Background: an optimization exercise with open tools, aiming at small area, a short achievable clock period and few clock cycles per item. Do not read the settings as production practice. Only simulation tests tie the RTL to the original design; equivalence was not proved. Power is estimated from default activity; no workload was simulated.

## v29
==> flow/design.v (excerpt) <==
module damask_ga (
    input  wire        clk,
    input  wire        rst,         
    input  wire        start,       
    input  wire [47:0] acc,         
    input  wire [7:0]  dks,         
    input  wire [3:0]  cls,         
    input  wire [15:0] age_gmax,    
    input  wire        age_en,      
    output reg         dec_rd,      
    output reg  [3:0]  dec_cls,     
    output reg  [5:0]  dec_idx,     
    input  wire [15:0] dec_data,    
    output reg         done,        
    output reg  [15:0] ga,          
    output reg         age_cap      
);
Size: roughly 1,200 cells after synthesis, roughly 10,000 um^2 of cells after synthesis.
export LEC_CHECK = 0
export CAP_MARGIN = 20
export CORE_MARGIN = 2
export CORE_UTILIZATION = 50
export CTS_CLUSTER_DIAMETER = 60
export CTS_CLUSTER_SIZE = 12
export SLEW_MARGIN = 20
create_clock -name core_clock -period 12.0 [get_ports {clk}]
standard.sh (not shown) runs the stock make flow with config.mk's settings and CLKGATE_MAP_FILE= SYNTH_SCRIPT=/design/flow/synth_recipe.tcl, a recipe that flattens the netlist after the stock synthesis.
==> flow/flow/run.sh <==
#!/bin/bash
# Standard layout with two changes to how it is made (the clock and the
# constraints are unchanged):
#  - the timing repair steps aim for more setup slack than the period needs;
#  - the port buffers are plain buffers instead of the delay cells that
#    buffer_ports picks by default.
set -euo pipefail
export SETUP_SLACK_MARGIN=${MARGIN:-8.3}
export BUFFER_PORTS_ARGS="-buffer_cell sky130_fd_sc_hd__buf_2"
bash standard.sh > standard.log 2>&1
No stage failed in v29, and the final checks on the layout all came back clean.
Testbench counts of v29, summed over its fixed seeds: cycles 503,262, lamps 16,000.
diff inputs: v29 => v4
Settings: CORE_UTILIZATION: 50 -> 40.
==> flow/flow/run.sh <==
#!/bin/bash
# Standard layout, with the timing repair steps asked for more setup slack
# than the design's period needs (the clock and constraints are unchanged).
set -euo pipefail
export SETUP_SLACK_MARGIN=${MARGIN:-8}
bash standard.sh > standard.log 2>&1
## What came out
Lower total power after layout goes to v29 over v4. v4 against v29; highest achievable clock rate is down by a few percent. Status: hold slack parity (v29, v4).
Changes in v33 relative to v4:
Settings: putting PLACE_DENSITY at 0.85 where nothing was set; swapping 40 for 65 in CORE_UTILIZATION.
==> flow/run.sh (new file) <==
#!/bin/bash
# synth_recipe.tcl (not shown) runs the flow's synth.tcl, then flattens the netlist and writes it again
# the make line also repeats each setting of config.mk as NAME=value (left out here)
make -C /OpenROAD-flow-scripts/flow DESIGN_CONFIG=/design/flow/config.mk WORK_HOME=/design/flow/orfs CLKGATE_MAP_FILE= SYNTH_SCRIPT=/design/flow/synth_recipe.tcl finish
removed: flow/flow/run.sh
removed: flow/standard.sh
- Cmp v4 and v33 / share of power burned in combinational logic / higher: v33
- Relative to v4, total track usage has increased by 13 points in v33.
- Comparing v4 and v33, the lower sequential share of layout area is on v4.
- Diff v4 -> v33 | final standard cell count with taps included and fillers excluded | down by a little under 10%
- In v33, the final-stage net count came out 0.75% below the value in v4.
- Compared with v4, in v33 post-cts sizing count went down 24, layout overhead on the synthesized area went down 5.9 points.
- Going from v4 to v33, post-route minimum period grows by 0.77 ns.


v52:
Another version of the RTL of damask_ga (not shown whole).
For scale: about 160 flip-flops, roughly 130 I/O pins, roughly 11000 sq um of cells after synthesis.
clock: 12.0 ns
lec_check: 0
abc_area: 1
cap_margin: 20
core_margin: 2
core_utilization: 40
cts_cluster_diameter: 60
cts_cluster_size: 12
slew_margin: 20
==> flow/flow/run.sh <==
#!/bin/bash
# Standard layout with two changes to how it is made (the clock and the
# constraints are unchanged):
#  - the timing repair steps aim for more setup slack than the period needs;
#  - the port buffers are plain buffers instead of the delay cells that
#    buffer_ports picks by default.
set -euo pipefail
export SETUP_SLACK_MARGIN=${MARGIN:-8.5}
export BUFFER_PORTS_ARGS="-buffer_cell sky130_fd_sc_hd__buf_2"
bash standard.sh > standard.log 2>&1
Testbench counts of v52, summed over its fixed seeds: cycles 499,723, lamps 16,000.
Modified inputs, v54 compared to v52
- ABC_AREA: 1 -> unset
- CORE_UTILIZATION: 40 -> 50
## What came out
The final reports for v54 and v52 show combinational share of power higher in the former. Going from v52 to v54, inverter count shrank by more than half. Across both runs, setup slack after placement was lower for v54 than for v52. v52 finished every stage and its layout cleared the timing, design-rule and antenna checks. v54 | status: complete | timing, DRC, antenna: pass. v52 → v54: die area fell by about 22%, ratio of final minimum period to clock period increased by 1.6 points relative to the old numbers, smallest setup slack after layout has decreased.
> inputs changed (v54 -> v3)
- SETUP_SLACK_MARGIN newly set to 5
==> flow/run.sh (new file) <==
#!/bin/bash
# synth_recipe.tcl (not shown) runs the flow's synth.tcl, then flattens the netlist and writes it again
# the make line also repeats each setting of config.mk as NAME=value (left out here)
make -C /OpenROAD-flow-scripts/flow DESIGN_CONFIG=/design/flow/config.mk WORK_HOME=/design/flow/orfs CLKGATE_MAP_FILE= SYNTH_SCRIPT=/design/flow/synth_recipe.tcl finish
removed: flow/flow/run.sh
removed: flow/standard.sh
## What came out
- v3 ends up with a power density over the cells that is 1.6% lower than in v54.
- Beginning of the critical path: fbr[0]$_DFF_P_ -> v54, rst -> v3
- The run showing the smaller portion of total power attributed to combinational logic is v3.
- Comparing highest clock rate for v3 and v54, the smaller number came from v3.
- v3 vs v54 — switching part of the total power dropped 0.72 points.
- Fraction of layout instances using a drive strength above 1 in v3 vs v54: down 17 points
- Higher fraction of the cycle the final worst path needs was reported by v3, not v54.
- v3 consumes less power than v54 does.
- Compared with v54, v3 shows a core utilization that is 0.51 points lower.


damask_ga, a different RTL version from the one above (not shown whole).
Size in the first run: ~1200 cells after synthesis, roughly 130 flip-flops, roughly 130 I/O pins, roughly 0.010 sq mm of cells after synthesis.
## damask_ga
module damask_ga (
    input  wire        clk,
    input  wire        rst,         
    input  wire        start,       
    input  wire [47:0] acc,         
    input  wire [7:0]  dks,         
    input  wire [3:0]  cls,         
    input  wire [15:0] age_gmax,    
    input  wire        age_en,      
    output reg         dec_rd,      
    output reg  [3:0]  dec_cls,     
    output reg  [5:0]  dec_idx,     
    input  wire [15:0] dec_data,    
    output reg         done,        
    output reg  [15:0] ga,          
    output reg         age_cap      
);
    localparam [2:0] S_IDLE = 3'd0,
                     S_STR  = 3'd1,    
                     S_INT  = 3'd2,    
                     S_FAR  = 3'd3,    
                     S_DIV  = 3'd4,    
                     S_CAP  = 3'd5;    
    reg [2:0]  st;
    reg [4:0]  c;        
    reg [1:0]  pa;       
    reg        pz;       
    reg [7:0]  dk;       
    reg [7:0]  R;        
    reg [17:0] W;        
    reg        odd;      
    reg [16:0] L;        
    reg [15:0] X;        
    reg [15:0] dd;       
    reg        eq;       
    reg        stop_d;   
    wire in_idle = (st == S_IDLE);
    wire in_str  = (st == S_STR);
    wire in_int  = (st == S_INT);
    wire in_far  = (st == S_FAR);
    wire in_div  = (st == S_DIV);
    wire in_cap  = (st == S_CAP);
    wire [55:0] accx = {7'd0, acc, 1'b0};               
    wire [6:0]  nzb;                                     
    genvar gi;
    generate for (gi = 0; gi < 7; gi = gi + 1) begin : NZ
        assign nzb[gi] = |accx[8*gi +: 8];
    end endgenerate
    wire [2:0]  cb   = c[4:2];
    wire [7:0]  B    = (cb < 3'd7) ? accx[8*cb +: 8] : 8'd0;
    wire [7:0]  Bs   = B >> {c[1:0], 1'b0};
  ...
Settings: LEC_CHECK=0, CAP_MARGIN=20, CORE_MARGIN=2, CORE_UTILIZATION=65, CTS_CLUSTER_DIAMETER=60, CTS_CLUSTER_SIZE=12, PLACE_DENSITY=0.85, SLEW_MARGIN=20; clock period 12.0 ns.
==> flow/flow/run.sh <==
#!/bin/bash
# Standard layout, with the timing repair steps asked for more setup slack
# than the design's period needs (the clock and constraints are unchanged).
set -euo pipefail
export SETUP_SLACK_MARGIN=${MARGIN:-8.3}
bash standard.sh > standard.log 2>&1
The first run ended with an error in global routing, error GRT-0232.
Testbench counts at the start, summed over its fixed seeds: cycles 405,173, lamps 16,000.
Rerun with:
==> flow/run.sh (new file) <==
#!/bin/bash
# synth_recipe.tcl (not shown) runs the flow's synth.tcl, then flattens the netlist and writes it again
# the make line also repeats each setting of config.mk as NAME=value (left out here)
make -C /OpenROAD-flow-scripts/flow DESIGN_CONFIG=/design/flow/config.mk WORK_HOME=/design/flow/orfs CLKGATE_MAP_FILE= SYNTH_SCRIPT=/design/flow/synth_recipe.tcl finish
- CORE_UTILIZATION: 65 -> 40
- PLACE_DENSITY: 0.85 -> default
removed: flow/flow/run.sh
removed: flow/standard.sh
Outcome: The changed run completed with no timing, DRC or antenna violations. Synthesized cell count stays the same. Area after synthesis stays the same.


## job 6134
damask_ga with an RTL version that a note above also has.
Size in the first run: ~1500 cells after synthesis, ~160 flip-flops, about 11000 um^2 of cells after synthesis.
==> flow/config.mk <==
export PLATFORM = sky130hd
export DESIGN_NAME = damask_ga
export DESIGN_NICKNAME = damask_ga
export VERILOG_FILES = /design/flow/design.v
export SDC_FILE = /design/flow/constraint.sdc
export NUM_CORES = 4
export LEC_CHECK = 0
export ABC_AREA = 1
export CAP_MARGIN = 20
export CORE_MARGIN = 2
export CORE_UTILIZATION = 50
export CTS_CLUSTER_DIAMETER = 60
export CTS_CLUSTER_SIZE = 12
export SLEW_MARGIN = 20
export TNS_END_PERCENT = 5
==> flow/constraint.sdc <==
create_clock -name core_clock -period 12.0 [get_ports {clk}]
set_input_delay 2.4000 -clock core_clock [delete_from_list [all_inputs] [get_ports {clk}]]
set_output_delay 2.4000 -clock core_clock [all_outputs]
set_load 0.01 [all_outputs]
==> flow/flow/run.sh <==
#!/bin/bash
# Standard layout with two changes to how it is made (the clock and the
# constraints are unchanged):
#  - the timing repair steps aim for more setup slack than the period needs;
#  - the port buffers are plain buffers instead of the delay cells that
#    buffer_ports picks by default.
set -euo pipefail
export SETUP_SLACK_MARGIN=${MARGIN:-8.5}
export BUFFER_PORTS_ARGS="-buffer_cell sky130_fd_sc_hd__buf_2"
bash standard.sh > standard.log 2>&1
Testbench counts of job 6134, summed over its fixed seeds: cycles 499,723, lamps 16,000.
Edits applied to the flow inputs when going from job 6134 to job 8833:
- CORE_UTILIZATION now 45, was 50
- TNS_END_PERCENT no longer set, was 5
Re gate count after technology mapping: no difference whatsoever between job 8833 and job 6134.
Job 8833 against job 6134: well tap count went up; share of the core filled with cells in the final layout saw a decrease; share of layout cells above drive strength 1 moved up.
Final hold slack was lower in job 8833 than in job 6134.
The inputs of job 7136 differ from those of job 8833 as listed below.
- SETUP_SLACK_MARGIN: unset -> 5
- CORE_UTILIZATION: 45 -> 50
==> flow/run.sh (new file) <==
#!/bin/bash
# synth_recipe.tcl (not shown) runs the flow's synth.tcl, then flattens the netlist and writes it again
# the make line also repeats each setting of config.mk as NAME=value (left out here)
make -C /OpenROAD-flow-scripts/flow DESIGN_CONFIG=/design/flow/config.mk WORK_HOME=/design/flow/orfs CLKGATE_MAP_FILE= SYNTH_SCRIPT=/design/flow/synth_recipe.tcl finish
removed: flow/flow/run.sh
removed: flow/standard.sh
Findings:
- Job 7136 ran to completion and came out clean on the timing, design-rule and antenna checks.
- Relative to job 8833, job 7136 improves final-layout worst hold slack.
- Data required time at the worst endpoint is higher on job 7136
- The insertion delay to the later sink of the worst-skew pair of job 7136 and that of job 8833 are within noise of each other.
- Job 7136 ended up with a lower worst-margin pin slew than job 8833 did.
- In the reports for job 7136 and job 8833, the larger total number of nets in the final design belongs to job 8833.
- In job 7136, share of the clock period used by the worst path is higher than in job 8833.
- I/O pin count came out exactly the same in job 7136 and job 8833.
- Job 7136 — maximum frequency about 25% lower, job 8833 as reference
- Min final period demand of the worst path across job 7136 and job 8833: job 8833
Relative to job 7136, the following input files were edited for job 2900:
- a deleted ABC_AREA that had been 1
- a deleted SETUP_SLACK_MARGIN that had been 5
==> flow/flow/run.sh (new file) <==
#!/bin/bash
# Standard layout with two changes to how it is made (the clock and the
# constraints are unchanged):
#  - the timing repair steps aim for more setup slack than the period needs;
#  - the port buffers are plain buffers instead of the delay cells that
#    buffer_ports picks by default.
set -euo pipefail
export SETUP_SLACK_MARGIN=${MARGIN:-8.4}
export BUFFER_PORTS_ARGS="-buffer_cell sky130_fd_sc_hd__buf_1"
bash standard.sh > standard.log 2>&1
==> flow/standard.sh (new file) <==
#!/bin/bash
# synth_recipe.tcl (not shown) runs the flow's synth.tcl, then flattens the netlist and writes it again
# the make line also repeats each setting of config.mk as NAME=value (left out here)
make -C /OpenROAD-flow-scripts/flow DESIGN_CONFIG=/design/flow/config.mk WORK_HOME=/design/flow/orfs CLKGATE_MAP_FILE= SYNTH_SCRIPT=/design/flow/synth_recipe.tcl "${@:-finish}"
removed: flow/run.sh
Findings:
When job 2900 is set beside job 7136, its design area turns out to be 350 um^2 smaller.
Looking at number of buffers outside the clock class in the layout across job 2900 and job 7136, the one that comes out higher is job 2900.
compound AO/OA/AOI/OAI gates as the combinational family with the most area after synthesis was reported by job 2900, and simple AND/OR/NAND/NOR gates by job 7136.
Job 2900: cell area after placement is about 8% lower than what job 7136 reported.
Looking at most common cell after layout, fill and taps aside, the sky130_fd_sc_hd__nand2_1 result is from job 7136; the sky130_fd_sc_hd__buf_1 one comes from job 2900.

-- port drivers added, routing unchanged --
How much do the figures lean on ideal ports? The routed layouts below were timed once more, with nothing changed but the port constraints. Step 1, drivers: a clkbuf_16 drives clk and a buf_2 each remaining input, both assumed. Step 2 also shifts input and output timing later by t, the mid clock arrival at the registers, as if the neighbouring blocks saw the same clock. Three values: ideal ports, drivers, drivers and shift; two values: the first two.
| run | t (ns) | setup WS [ns] | worst setup path at the end | worst data-port slew with drivers (ns) | pins driven straight from the clock port |
|---|---|---|---|---|---|
| v29 | 0.484 | 8.187 / 8.200 / 7.733 | input to register | 0.05 | 1 |
| v4 | 0.480 | 8.039 / 8.057 / 7.577 | input to register | 0.05 | 1 |
| v33 | 0.480 | 7.270 / 7.270 / 7.139 | input to register | 0.06 | 1 |
| v52 | 0.481 | 8.519 / 8.489 / 8.065 | input to register | 0.04 | 1 |
| v54 | 0.479 | 8.330 / 8.330 / 7.867 | input to register | 0.07 | 1 |
| v3 | 0.478 | 7.421 / 7.430 / 6.951 | input to register | 0.05 | 1 |
| the second run of note 3 | 0.469 | 5.378 / 5.378 / 5.378 | register to register | 0.05 | 1 |
| job 6134 | 0.485 | 8.511 / 8.487 / 8.037 | input to register | 0.05 | 1 |
| job 8833 | 0.482 | 8.520 / 8.500 / 8.045 | input to register | 0.06 | 1 |
| job 7136 | 0.485 | 7.375 / 7.375 / 6.935 | input to register | 0.05 | 1 |
| job 2900 | 0.481 | 8.276 / 8.276 / 7.984 | input to register | 0.05 | 1 |
After both steps setup and hold are still met in every run listed. The setup slack of job 8833, which loses most, moves by -0.020 ns with the drivers and by -0.475 ns with both steps.
